Background: an optimization exercise with open tools, aiming at small area, a short achievable clock period and few clock cycles per item. Do not read the settings as production practice. The RTL was checked by simulation tests, not by an equivalence proof against the original design. Power is estimated from default activity; no workload was simulated.

<file path="design/flow/config.mk">
export PLATFORM = sky130hd
export DESIGN_NAME = ime_ks
export DESIGN_NICKNAME = ime_ks
export VERILOG_FILES = /design/flow/design.v
export SDC_FILE = /design/flow/constraint.sdc
export NUM_CORES = 8
export LEC_CHECK = 0
export CAP_MARGIN = 20
export CORE_MARGIN = 2
export CORE_UTILIZATION = 40
export SLEW_MARGIN = 20
</file>
<file path="design/flow/constraint.sdc">
create_clock -name core_clock -period 8.0 [get_ports {clk}]
set_input_delay 1.6000 -clock core_clock [delete_from_list [all_inputs] [get_ports {clk}]]
set_output_delay 1.6000 -clock core_clock [all_outputs]
set_load 0.01 [all_outputs]
</file>
<file path="design/flow/design.v">
module ime_sbox (
  input  wire [7:0] a,
  output reg  [7:0] y
);
  always @(*) begin
    case (a)
      8'h00: y = 8'h63;
      8'h01: y = 8'h7c;
      8'h02: y = 8'h77;
      8'h03: y = 8'h7b;
      8'h04: y = 8'hf2;
      8'h05: y = 8'h6b;
      8'h06: y = 8'h6f;
      8'h07: y = 8'hc5;
      8'h08: y = 8'h30;
      8'h09: y = 8'h01;
      8'h0a: y = 8'h67;
      8'h0b: y = 8'h2b;
      8'h0c: y = 8'hfe;
      8'h0d: y = 8'hd7;
      8'h0e: y = 8'hab;
      8'h0f: y = 8'h76;
      8'h10: y = 8'hca;
      8'h11: y = 8'h82;
      8'h12: y = 8'hc9;
      8'h13: y = 8'h7d;
      8'h14: y = 8'hfa;
      8'h15: y = 8'h59;
      8'h16: y = 8'h47;
      8'h17: y = 8'hf0;
      8'h18: y = 8'had;
      8'h19: y = 8'hd4;
      8'h1a: y = 8'ha2;
      8'h1b: y = 8'haf;
      8'h1c: y = 8'h9c;
      8'h1d: y = 8'ha4;
      8'h1e: y = 8'h72;
      8'h1f: y = 8'hc0;
      8'h20: y = 8'hb7;
      8'h21: y = 8'hfd;
      8'h22: y = 8'h93;
      8'h23: y = 8'h26;
      8'h24: y = 8'h36;
      8'h25: y = 8'h3f;
      8'h26: y = 8'hf7;
      8'h27: y = 8'hcc;
      8'h28: y = 8'h34;
      8'h29: y = 8'ha5;
      8'h2a: y = 8'he5;
      8'h2b: y = 8'hf1;
      8'h2c: y = 8'h71;
      8'h2d: y = 8'hd8;
      8'h2e: y = 8'h31;
      8'h2f: y = 8'h15;
      8'h30: y = 8'h04;
      8'h31: y = 8'hc7;
      8'h32: y = 8'h23;
      8'h33: y = 8'hc3;
      8'h34: y = 8'h18;
      8'h35: y = 8'h96;
      8'h36: y = 8'h05;
      8'h37: y = 8'h9a;
      8'h38: y = 8'h07;
      8'h39: y = 8'h12;
      8'h3a: y = 8'h80;
      8'h3b: y = 8'he2;
      8'h3c: y = 8'heb;
      8'h3d: y = 8'h27;
      8'h3e: y = 8'hb2;
      8'h3f: y = 8'h75;
      8'h40: y = 8'h09;
      8'h41: y = 8'h83;
      8'h42: y = 8'h2c;
      8'h43: y = 8'h1a;
      8'h44: y = 8'h1b;
      8'h45: y = 8'h6e;
      8'h46: y = 8'h5a;
      8'h47: y = 8'ha0;
      8'h48: y = 8'h52;
      8'h49: y = 8'h3b;
      8'h4a: y = 8'hd6;
      8'h4b: y = 8'hb3;
      8'h4c: y = 8'h29;
      8'h4d: y = 8'he3;
      8'h4e: y = 8'h2f;
      8'h4f: y = 8'h84;
      8'h50: y = 8'h53;
      8'h51: y = 8'hd1;
      8'h52: y = 8'h00;
      8'h53: y = 8'hed;
      8'h54: y = 8'h20;
      8'h55: y = 8'hfc;
      8'h56: y = 8'hb1;
      8'h57: y = 8'h5b;
      8'h58: y = 8'h6a;
      8'h59: y = 8'hcb;
      8'h5a: y = 8'hbe;
      8'h5b: y = 8'h39;
      8'h5c: y = 8'h4a;
      8'h5d: y = 8'h4c;
      8'h5e: y = 8'h58;
      8'h5f: y = 8'hcf;
      8'h60: y = 8'hd0;
      8'h61: y = 8'hef;
      8'h62: y = 8'haa;
      8'h63: y = 8'hfb;
      8'h64: y = 8'h43;
      8'h65: y = 8'h4d;
      8'h66: y = 8'h33;
      8'h67: y = 8'h85;
      8'h68: y = 8'h45;
      8'h69: y = 8'hf9;
      8'h6a: y = 8'h02;
      8'h6b: y = 8'h7f;
      8'h6c: y = 8'h50;
      8'h6d: y = 8'h3c;
      8'h6e: y = 8'h9f;
      8'h6f: y = 8'ha8;
      8'h70: y = 8'h51;
      8'h71: y = 8'ha3;
      8'h72: y = 8'h40;
      8'h73: y = 8'h8f;
      8'h74: y = 8'h92;
      8'h75: y = 8'h9d;
      8'h76: y = 8'h38;
      8'h77: y = 8'hf5;
      8'h78: y = 8'hbc;
      8'h79: y = 8'hb6;
      8'h7a: y = 8'hda;
      8'h7b: y = 8'h21;
      8'h7c: y = 8'h10;
      8'h7d: y = 8'hff;
      8'h7e: y = 8'hf3;
      8'h7f: y = 8'hd2;
      8'h80: y = 8'hcd;
      8'h81: y = 8'h0c;
      8'h82: y = 8'h13;
      8'h83: y = 8'hec;
      8'h84: y = 8'h5f;
      8'h85: y = 8'h97;
      8'h86: y = 8'h44;
      8'h87: y = 8'h17;
      8'h88: y = 8'hc4;
      8'h89: y = 8'ha7;
      8'h8a: y = 8'h7e;
      8'h8b: y = 8'h3d;
      8'h8c: y = 8'h64;
      8'h8d: y = 8'h5d;
      8'h8e: y = 8'h19;
      8'h8f: y = 8'h73;
      8'h90: y = 8'h60;
      8'h91: y = 8'h81;
      8'h92: y = 8'h4f;
      8'h93: y = 8'hdc;
      8'h94: y = 8'h22;
      8'h95: y = 8'h2a;
      8'h96: y = 8'h90;
      8'h97: y = 8'h88;
      8'h98: y = 8'h46;
      8'h99: y = 8'hee;
      8'h9a: y = 8'hb8;
      8'h9b: y = 8'h14;
      8'h9c: y = 8'hde;
      8'h9d: y = 8'h5e;
      8'h9e: y = 8'h0b;
      8'h9f: y = 8'hdb;
      8'ha0: y = 8'he0;
      8'ha1: y = 8'h32;
      8'ha2: y = 8'h3a;
      8'ha3: y = 8'h0a;
      8'ha4: y = 8'h49;
      8'ha5: y = 8'h06;
      8'ha6: y = 8'h24;
      8'ha7: y = 8'h5c;
      8'ha8: y = 8'hc2;
      8'ha9: y = 8'hd3;
      8'haa: y = 8'hac;
      8'hab: y = 8'h62;
      8'hac: y = 8'h91;
      8'had: y = 8'h95;
      8'hae: y = 8'he4;
      8'haf: y = 8'h79;
      8'hb0: y = 8'he7;
      8'hb1: y = 8'hc8;
      8'hb2: y = 8'h37;
      8'hb3: y = 8'h6d;
      8'hb4: y = 8'h8d;
      8'hb5: y = 8'hd5;
      8'hb6: y = 8'h4e;
      8'hb7: y = 8'ha9;
      8'hb8: y = 8'h6c;
      8'hb9: y = 8'h56;
      8'hba: y = 8'hf4;
      8'hbb: y = 8'hea;
      8'hbc: y = 8'h65;
      8'hbd: y = 8'h7a;
      8'hbe: y = 8'hae;
      8'hbf: y = 8'h08;
      8'hc0: y = 8'hba;
      8'hc1: y = 8'h78;
      8'hc2: y = 8'h25;
      8'hc3: y = 8'h2e;
      8'hc4: y = 8'h1c;
      8'hc5: y = 8'ha6;
      8'hc6: y = 8'hb4;
      8'hc7: y = 8'hc6;
      8'hc8: y = 8'he8;
      8'hc9: y = 8'hdd;
      8'hca: y = 8'h74;
      8'hcb: y = 8'h1f;
      8'hcc: y = 8'h4b;
      8'hcd: y = 8'hbd;
      8'hce: y = 8'h8b;
      8'hcf: y = 8'h8a;
      8'hd0: y = 8'h70;
      8'hd1: y = 8'h3e;
      8'hd2: y = 8'hb5;
      8'hd3: y = 8'h66;
      8'hd4: y = 8'h48;
      8'hd5: y = 8'h03;
      8'hd6: y = 8'hf6;
      8'hd7: y = 8'h0e;
      8'hd8: y = 8'h61;
      8'hd9: y = 8'h35;
      8'hda: y = 8'h57;
      8'hdb: y = 8'hb9;
      8'hdc: y = 8'h86;
      8'hdd: y = 8'hc1;
      8'hde: y = 8'h1d;
      8'hdf: y = 8'h9e;
      8'he0: y = 8'he1;
      8'he1: y = 8'hf8;
      8'he2: y = 8'h98;
      8'he3: y = 8'h11;
      8'he4: y = 8'h69;
      8'he5: y = 8'hd9;
      8'he6: y = 8'h8e;
      8'he7: y = 8'h94;
      8'he8: y = 8'h9b;
      8'he9: y = 8'h1e;
      8'hea: y = 8'h87;
      8'heb: y = 8'he9;
      8'hec: y = 8'hce;
      8'hed: y = 8'h55;
      8'hee: y = 8'h28;
      8'hef: y = 8'hdf;
      8'hf0: y = 8'h8c;
      8'hf1: y = 8'ha1;
      8'hf2: y = 8'h89;
      8'hf3: y = 8'h0d;
      8'hf4: y = 8'hbf;
      8'hf5: y = 8'he6;
      8'hf6: y = 8'h42;
      8'hf7: y = 8'h68;
      8'hf8: y = 8'h41;
      8'hf9: y = 8'h99;
      8'hfa: y = 8'h2d;
      8'hfb: y = 8'h0f;
      8'hfc: y = 8'hb0;
      8'hfd: y = 8'h54;
      8'hfe: y = 8'hbb;
      8'hff: y = 8'h16;
      default: y = 8'h00;
    endcase
  end
endmodule
module ime_ks (
  input  wire         clk,
  input  wire         rst,          
  input  wire         key_we,
  input  wire [2:0]   key_idx,
  input  wire [31:0]  key_wdata,
  input  wire         req_valid,
  output wire         req_ready,
  input  wire [15:0]  req_epoch,
  input  wire [2:0]   req_port,
  input  wire [28:0]  req_line,
  output wire         ks_valid,
  input  wire         ks_ready,
  output wire [1:0]   ks_blk,
  output wire [127:0] ks_data
);
  localparam S_IDLE = 2'd0, S_RUN = 2'd1, S_OUT = 2'd2;
  reg [255:0] key;
  reg [1:0]   fsm;
  reg [47:0]  ctr_hi;       
  reg [1:0]   blk;
  reg [3:0]   rnd;          
  reg [127:0] st;           
  reg [127:0] kprev;        
  reg [127:0] kcur;         
  always @(posedge clk) begin
    if (key_we)
      key[255 - 32*key_idx -: 32] <= key_wdata;
  end
  function [7:0] xtime(input [7:0] b);
    xtime = {b[6:0], 1'b0} ^ (b[7] ? 8'h1b : 8'h00);
  endfunction
  function [31:0] mixcol(input [31:0] c);
    reg [7:0] a0, a1, a2, a3;
    begin
      a0 = c[31:24]; a1 = c[23:16]; a2 = c[15:8]; a3 = c[7:0];
      mixcol[31:24] = xtime(a0) ^ (xtime(a1) ^ a1) ^ a2 ^ a3;
      mixcol[23:16] = a0 ^ xtime(a1) ^ (xtime(a2) ^ a2) ^ a3;
      mixcol[15:8]  = a0 ^ a1 ^ xtime(a2) ^ (xtime(a3) ^ a3);
      mixcol[7:0]   = (xtime(a0) ^ a0) ^ a1 ^ a2 ^ xtime(a3);
    end
  endfunction
  wire [127:0] sb;
  genvar g;
  generate
    for (g = 0; g < 16; g = g + 1) begin : g_sbox
      ime_sbox u_sbox (.a(st[127 - 8*g -: 8]), .y(sb[127 - 8*g -: 8]));
    end
  endgenerate
  wire [127:0] sr;
  generate
    for (g = 0; g < 16; g = g + 1) begin : g_shift
      assign sr[127 - 8*g -: 8] = sb[127 - 8*(((g/4 + g%4) % 4)*4 + g%4) -: 8];
    end
  endgenerate
  wire [127:0] mc = {mixcol(sr[127:96]), mixcol(sr[95:64]),
                     mixcol(sr[63:32]),  mixcol(sr[31:0])};
  wire [127:0] st_next = ((rnd == 4'd14) ? sr : mc) ^ kcur;
  wire [3:0]  jn = rnd + 4'd1;                   
  wire [31:0] klast = kcur[31:0];
  wire [31:0] kw_in = jn[0] ? klast : {klast[23:0], klast[31:24]};
  wire [31:0] kw_sb;
  generate
    for (g = 0; g < 4; g = g + 1) begin : g_ksbox
      ime_sbox u_sbox (.a(kw_in[31 - 8*g -: 8]), .y(kw_sb[31 - 8*g -: 8]));
    end
  endgenerate
  reg [7:0] rcon;
  always @(*) begin
    case (jn[3:1])
      3'd1:    rcon = 8'h01;
      3'd2:    rcon = 8'h02;
      3'd3:    rcon = 8'h04;
      3'd4:    rcon = 8'h08;
      3'd5:    rcon = 8'h10;
      3'd6:    rcon = 8'h20;
      3'd7:    rcon = 8'h40;
      default: rcon = 8'h00;
    endcase
  end
  wire [31:0] ktemp = jn[0] ? kw_sb : (kw_sb ^ {rcon, 24'h0});
  wire [31:0] kn0 = kprev[127:96] ^ ktemp;
  wire [31:0] kn1 = kprev[95:64]  ^ kn0;
  wire [31:0] kn2 = kprev[63:32]  ^ kn1;
  wire [31:0] kn3 = kprev[31:0]   ^ kn2;
  wire [127:0] knext = {kn0, kn1, kn2, kn3};
  always @(posedge clk) begin
    if (rst) begin
      fsm <= S_IDLE;
      blk <= 2'd0;
      rnd <= 4'd1;
    end else begin
      case (fsm)
        S_IDLE: begin
          if (req_valid) begin
            ctr_hi <= {req_epoch, req_port, req_line};
            st     <= {req_epoch, req_port, req_line, 80'd0} ^ key[255:128];
            kprev  <= key[255:128];
            kcur   <= key[127:0];
            blk    <= 2'd0;
            rnd    <= 4'd1;
            fsm    <= S_RUN;
          end
        end
        S_RUN: begin
          st    <= st_next;
          kprev <= kcur;
          kcur  <= knext;
          rnd   <= rnd + 4'd1;
          if (rnd == 4'd14)
            fsm <= S_OUT;
        end
        S_OUT: begin
          if (ks_ready) begin
            if (blk == 2'd3) begin
              fsm <= S_IDLE;
            end else begin
              st    <= {ctr_hi, 78'd0, blk + 2'd1} ^ key[255:128];
              kprev <= key[255:128];
              kcur  <= key[127:0];
              blk   <= blk + 2'd1;
              rnd   <= 4'd1;
              fsm   <= S_RUN;
            end
          end
        end
        default: fsm <= S_IDLE;
      endcase
    end
  end
  assign req_ready = (fsm == S_IDLE);
  assign ks_valid  = (fsm == S_OUT);
  assign ks_blk    = blk;
  assign ks_data   = st;
endmodule
</file>
<file path="design/flow/run.sh">
#!/bin/bash
# synth_recipe.tcl (not shown) runs the flow's synth.tcl, then flattens the netlist and writes it again
# the make line also repeats each setting of config.mk as NAME=value (left out here)
make -C /OpenROAD-flow-scripts/flow DESIGN_CONFIG=/design/flow/config.mk WORK_HOME=/design/flow/orfs CLKGATE_MAP_FILE= SYNTH_SCRIPT=/design/flow/synth_recipe.tcl finish
</file>
==> results.txt <==
maximum vdd ir drop 0.000297 V; largest net degree at the start of global routing 111; GRT Overall Usage 0.443; initial antenna violation count 46; Iter 0 DRT Violations 29200; CTS tree yes; final setup TNS 0 ns; unrepaired setup endpoints after global routing false; ys async rst share 0; Tmin final 6.67 ns; arrival time worst endpoint 7.38 ns; layout cell share with drive strength beyond 1 0.0992; vias after detailed routing 134000; ys flop type edfxtp_1; most common cell after layout, fill and taps aside nand2_1; Ys Warns 2; critical path capture point type register; most frequent cells in the layout nand2_1, nor2_1, a21oi_1; WL per Instance 36.8 um; Port Buffers 219; final setup margin 1.33 ns; final wirelength 649000 um; final worst path period share 0.833; pre-CTS setup slack 1.04 ns; distinct cell type count of the synthesized netlist 126; Num CTS Buffers 103; measured slew at the worst slew-check pin 1.34 ns; Clk Latency, worst-skew pair 0.82 ns; sequential cell area fraction in the yosys report 0.215; cells after synthesis 14600; Die Wd 525 um; H-tree depth 3; post-CTS resize count 0; Final Core Density 0.433; via/cell ratio 7.61; Worst Clk Skew 0.0830 ns; cell area after synthesis 109000 um^2; Final nets 14300; Final Hold Fails 0; R2R setup slack 1.33 ns; Ports 220; Rows 191; Power Density 412 nW/um^2; Clock Path Buffers 3; gpl congestion 1.06; syn_nets 14900; LEAKAGE 0.0409 uW; top cell type's share of synthesized area 0.190; # setup viols final 0; Slew Limit Fails 0; critical path data required time 8.71 ns; Die Span Y 525 um; initial core utilization 0.401; status complete, no violations; first-pass GRT wire length 916000 um; largest area contributor in the netlist edfxtp_1; Mean Syn Cell Area 7.44 um^2; top cells by area, synth edfxtp_1, a21oi_1, o21ai_0; #FFs+latches synth 824; CTS sink count 824; Hold WC Path Type register to register; hold-fix buffers at CTS 0; Max Cap Viol 0; Crit Path Category register to register; Layout area overhead 7.83%; CP startpoint kind register; root buf cell clkbuf_16; worst-path fanout max 48; DRT Pass-1 Iters 10; Fmax 150 MHz; Core Area 271000 um^2; post-route ant nets 0; post-DP HPWL 463000 um; Post-synth EDFFs 688; GRT Residual Overflow 0; clk slew on worst S/H paths 0.07 ns; vias in the first global route 120000; DRC viols 0; Setup Fix Bufs, Post-CTS 0; Slew HR 0.102; die area 276000 um^2
-- sequential cells by signal, indices dropped and copies added (netlist names), 4 cells and up --
register and count:
key 256, g_sbox.u_sbox.y 128, kcur 128, kprev 128, st 128, ctr_hi 48, rnd 4
-- path summary, 6_finish.rpt --
check	start	cells past startpoint	to
max	rnd[0]	17	g_sbox[15].u_sbox.y[1]
min	rnd[1]	2	rnd[1]
max reg2reg	rnd[0]	17	g_sbox[15].u_sbox.y[1]
min reg2reg	rnd[1]	2	rnd[1]
-- synth_stat cells (71+ instances only) --
library cell and number:
nand2_1 1640, nor2_1 1356, a21oi_1 1302, o21ai_0 1257, clkbuf_1 694, edfxtp_1 688, buf_2 650, nand3_1 502
nor3_1 459, xnor2_1 425, a31oi_1 396, o211ai_1 383, a211oi_1 302, a22o_1 268, ha_1 256, mux2_2 245
xor2_1 236, a311oi_1 203, a221oi_1 195, o221ai_1 172, o311ai_0 166, mux2i_1 151, o22ai_1 146, buf_1 145
dfxtp_1 136, inv_1 101, o2111ai_1 101, o31ai_1 94, buf_4 89, nand4_1 82, xnor3_1 75, or3_1 74
a32oi_1 72, nand2b_1 71
-- power breakdown --
part	total [uW]	internal, uW	switching [uW]
clock network	5120	2780	2330
registers	7930	5620	2310
logic	35300	11500	23700
-- logic make-up (layout without fill, tap and decap cells) --
| family | after synthesis | after routing | synth area share |
|---|---|---|---|
| AOI/OAI and AO/OA | 5919 | 5919 | 0.367 |
| and+or+nand+nor | 4614 | 4614 | 0.188 |
| buffers and inverters | 1758 | 1191 | 0.0735 |
| DFF | 824 | 824 | 0.215 |
| xor gates and xnor gates | 793 | 793 | 0.0799 |
| muxes | 437 | 437 | 0.0468 |
| adders and majority gates | 256 | 256 | 0.0295 |
| other | 0 | 15 | 0 |
-- layer usage --
metal  vias to the layer above  global-route usage  wire length [um]
met3                      2831               0.138             99400
met5                         -             0.00121               332
met2                     13300               0.629            259000
met4                        40               0.267             51300
li1                      54700                   -                 -
met1                     63200               0.582            238000
-- through the flow --
stage / instance area [um^2] / hold slack [ns] / cells / total power (uW)
after CTS: 117000 / 0.520 / 17600 / 46100
final: 117000 / 0.531 / 17600 / 48300
after global placement: 113000 / 0.500 / 17400 / 41600
after detailed placement: 114000 / 0.512 / 17400 / 40900
after floorplan: 109000 / 0.465 / 14600 / 28000
after global routing: 117000 / 0.534 / 17600 / 49200
-- cell type report --
| cell class | count | area, um^2 |
|---|---|---|
| Antenna cell | 15 | 37.5 |
| Clock buffer | 133 | 2810 |
| Clock inverter | 63 | 721 |
| Fill cell | 27800 | 153000 |
| Inverter | 149 | 569 |
| Multi-Input combinational cell | 12000 | 77900 |
| Sequential cell | 824 | 23400 |
| Tap cell | 3570 | 4470 |
| Timing Repair Buffer | 846 | 7200 |
-- critical path, cell delays in order (launching register included) --
cell and delay [ns]:
dfxtp_4 0.50, inv_1 0.16, ha_1 0.29, and3_4 0.71
nor2_1 0.09, a221oi_1 0.92, xnor2_1 0.31, o31ai_4 0.59
buf_4 0.34, ha_1 0.57, nand2_1 0.23, o211a_1 0.20
a21oi_1 0.11, o21ai_0 0.11, o22ai_1 0.22, o32ai_1 0.19
a31oi_1 0.70, buf_4 0.29
Testbench counts, summed over its fixed seeds: cycles 23,424, items 384.

-- separate check: timing with driven ports --
Ports are ideal in the flow. The routed layout listed here was re-timed in OpenROAD.
Step 1, drivers: a clkbuf_16 drives clk and a buf_2 each remaining input, both assumed.
Step 2 moves the port delays by t, midway between the first and last clock arrival at a register: inputs arrive t later, outputs are due t later. That takes back most of the time a late clock gives input paths.
a / b / c = no drivers / after step 1 / after step 2; a / b = the first two.
t, ns: 0.876
setup WS [ns]: 1.333 / 1.333 / 0.611
worst hold slack (ns): 0.531 / 0.531 / 0.531
latest minus earliest clock arrival (ns): 0.083 / 0.084
worst slew at a driven data input, ns: 0.22
After both steps this run still meets setup and hold. The setup slack of this run moves by 0.000 ns with the drivers and by -0.722 ns with both steps.
